Source: an optimization exercise on an open RTL-to-GDS flow (aim: small area, a short achievable clock period and few clock cycles). Production flows keep margins and buffers that such runs may drop.
Function was checked by simulation only, so behaviour that the tests miss may differ from the original.

==> flow/design.v (excerpt) <==
module mf_disc (
    input  wire        clk,
    input  wire        rst,
    input  wire        start_valid,
    output wire        start_ready,
    input  wire [12:0] cfg_len,       
    input  wire [12:0] cfg_nmin,      
    input  wire [15:0] cfg_thresh,    
    input  wire        cfg_early,     
    input  wire [4:0]  cfg_shift,     
    input  wire [15:0] cfg_a0i,
    input  wire [15:0] cfg_a0q,
    input  wire [15:0] cfg_a1i,
    input  wire [15:0] cfg_a1q,
    input  wire [15:0] cfg_a2i,
    input  wire [15:0] cfg_a2q,
    input  wire [31:0] cfg_b0,
    input  wire [31:0] cfg_b1,
    input  wire [31:0] cfg_b2,
    input  wire [15:0] cfg_beta0,
    input  wire [15:0] cfg_beta1,
    input  wire [15:0] cfg_beta2,
    input  wire        smp_valid,
    output wire        smp_ready,
    input  wire [23:0] smp_zi,
    input  wire [23:0] smp_zq,
    input  wire [23:0] smp_wi,
    input  wire [23:0] smp_wq,
    output reg         res_valid,
    output reg  [1:0]  res_state,     
    output reg         res_early,
    output reg  [11:0] res_nend,      
    output reg  [31:0] res_margin,
    output wire [31:0] res_si,
    output wire [31:0] res_sq
);
Size in the first run: about 16000 cells after synthesis, roughly 800 flip-flops, ~500 I/O pins, about 150000 µm² of cells after synthesis.
make LEC_CHECK=0 ABC_AREA=1 CAP_MARGIN=20 CORE_MARGIN=2 CORE_UTILIZATION=55 PLACE_DENSITY=0.65 SLEW_MARGIN=20 SYNTH_HIERARCHICAL=1 SYNTH_MINIMUM_KEEP_SIZE=0 finish   # period 65.0 ns
run.sh (not shown) runs the stock make flow with config.mk's settings and CLKGATE_MAP_FILE= SYNTH_SCRIPT=/design/flow/synth_recipe.tcl, a recipe that flattens the netlist after the stock synthesis.
The baseline went through all stages and came out clean.
Testbench counts at the start, summed over its fixed seeds: cycles 61,232.
Change:
==> flow/flow/run.sh (new file) <==
#!/bin/bash
set -euo pipefail
bash standard.sh "BUFFER_PORTS_ARGS=-buffer_cell sky130_fd_sc_hd__buf_2" finish > flow_make.log 2>&1
==> flow/standard.sh (new file) <==
#!/bin/bash
# synth_recipe.tcl (not shown) runs the flow's synth.tcl, then flattens the netlist and writes it again
# the make line also repeats each setting of config.mk as NAME=value (left out here)
make -C /OpenROAD-flow-scripts/flow DESIGN_CONFIG=/design/flow/config.mk WORK_HOME=/design/flow/orfs CLKGATE_MAP_FILE= SYNTH_SCRIPT=/design/flow/synth_recipe.tcl "${@:-finish}"
--- a/flow/config.mk
+++ b/flow/config.mk
@@ -10,4 +10,6 @@
 export CORE_MARGIN = 2
-export CORE_UTILIZATION = 55
-export PLACE_DENSITY = 0.65
+export CORE_UTILIZATION = 50
+export CTS_CLUSTER_DIAMETER = 60
+export CTS_CLUSTER_SIZE = 30
+export PLACE_DENSITY = 0.6
 export SLEW_MARGIN = 20
removed: flow/run.sh
=>
- Now the flow ran to the end with violations: max-capacitance violations, max-slew violations
- die area grows by 9.9%
- via count shrinks by 0.78%
- routed wire length grows by 2.1%
- fmax grows by 2.7%
- cell area shrinks by 0.79%
Change:
==> flow/flow/run.sh (replaced) <==
#!/bin/bash
set -euo pipefail
bash standard.sh "BUFFER_PORTS_ARGS=-buffer_cell sky130_fd_sc_hd__buf_4" finish > flow_make.log 2>&1
--- a/flow/config.mk
+++ b/flow/config.mk
@@ -10,6 +10,4 @@
 export CORE_MARGIN = 2
-export CORE_UTILIZATION = 50
-export CTS_CLUSTER_DIAMETER = 60
-export CTS_CLUSTER_SIZE = 30
-export PLACE_DENSITY = 0.6
+export CORE_UTILIZATION = 45
+export PLACE_DENSITY = 0.55
 export SLEW_MARGIN = 20
Effect:
- Now the flow passed the timing, DRC and antenna checks
- global-route usage came out lower by 3.8 points
- synthesized area does not change
- clock skew came out higher by 0.055 ns
- die area came out higher by 11%
- count of clock-buffer cells in the layout came out higher by 34
- worst setup slack improves by 0.012 ns
- via count came out lower by 0.68%
- utilization came out lower by 4.8 points
- first-iteration DRC count came out lower by 9.0%

-- static timing again, ports no longer ideal --
The flow's constraints put no driver on any port. The routed layouts listed below were extracted and timed again, unchanged, in two steps.
Step 1 assumes that a clkbuf_16 drives the clock port and a buf_2 every other input.
Step 2 times the ports against the registers' clock, not the clock port: input delays grow and output delays shrink by t, the midpoint of the rising clock arrivals with the driver on.
a / b / c = no drivers / after step 1 / after step 2; a / b = the first two.
| run | t, ns | setup slack, ns | slew at the worst register clock pin (ns) |
|---|---|---|---|
| the first run | 0.999 | 50.135 / 50.024 / 51.023 | 0.08 / 0.08 |
| the second run | 1.018 | 50.531 / 50.416 / 51.416 | 0.10 / 0.10 |
| the third run | 1.007 | 50.543 / 50.430 / 51.314 | 0.09 / 0.09 |
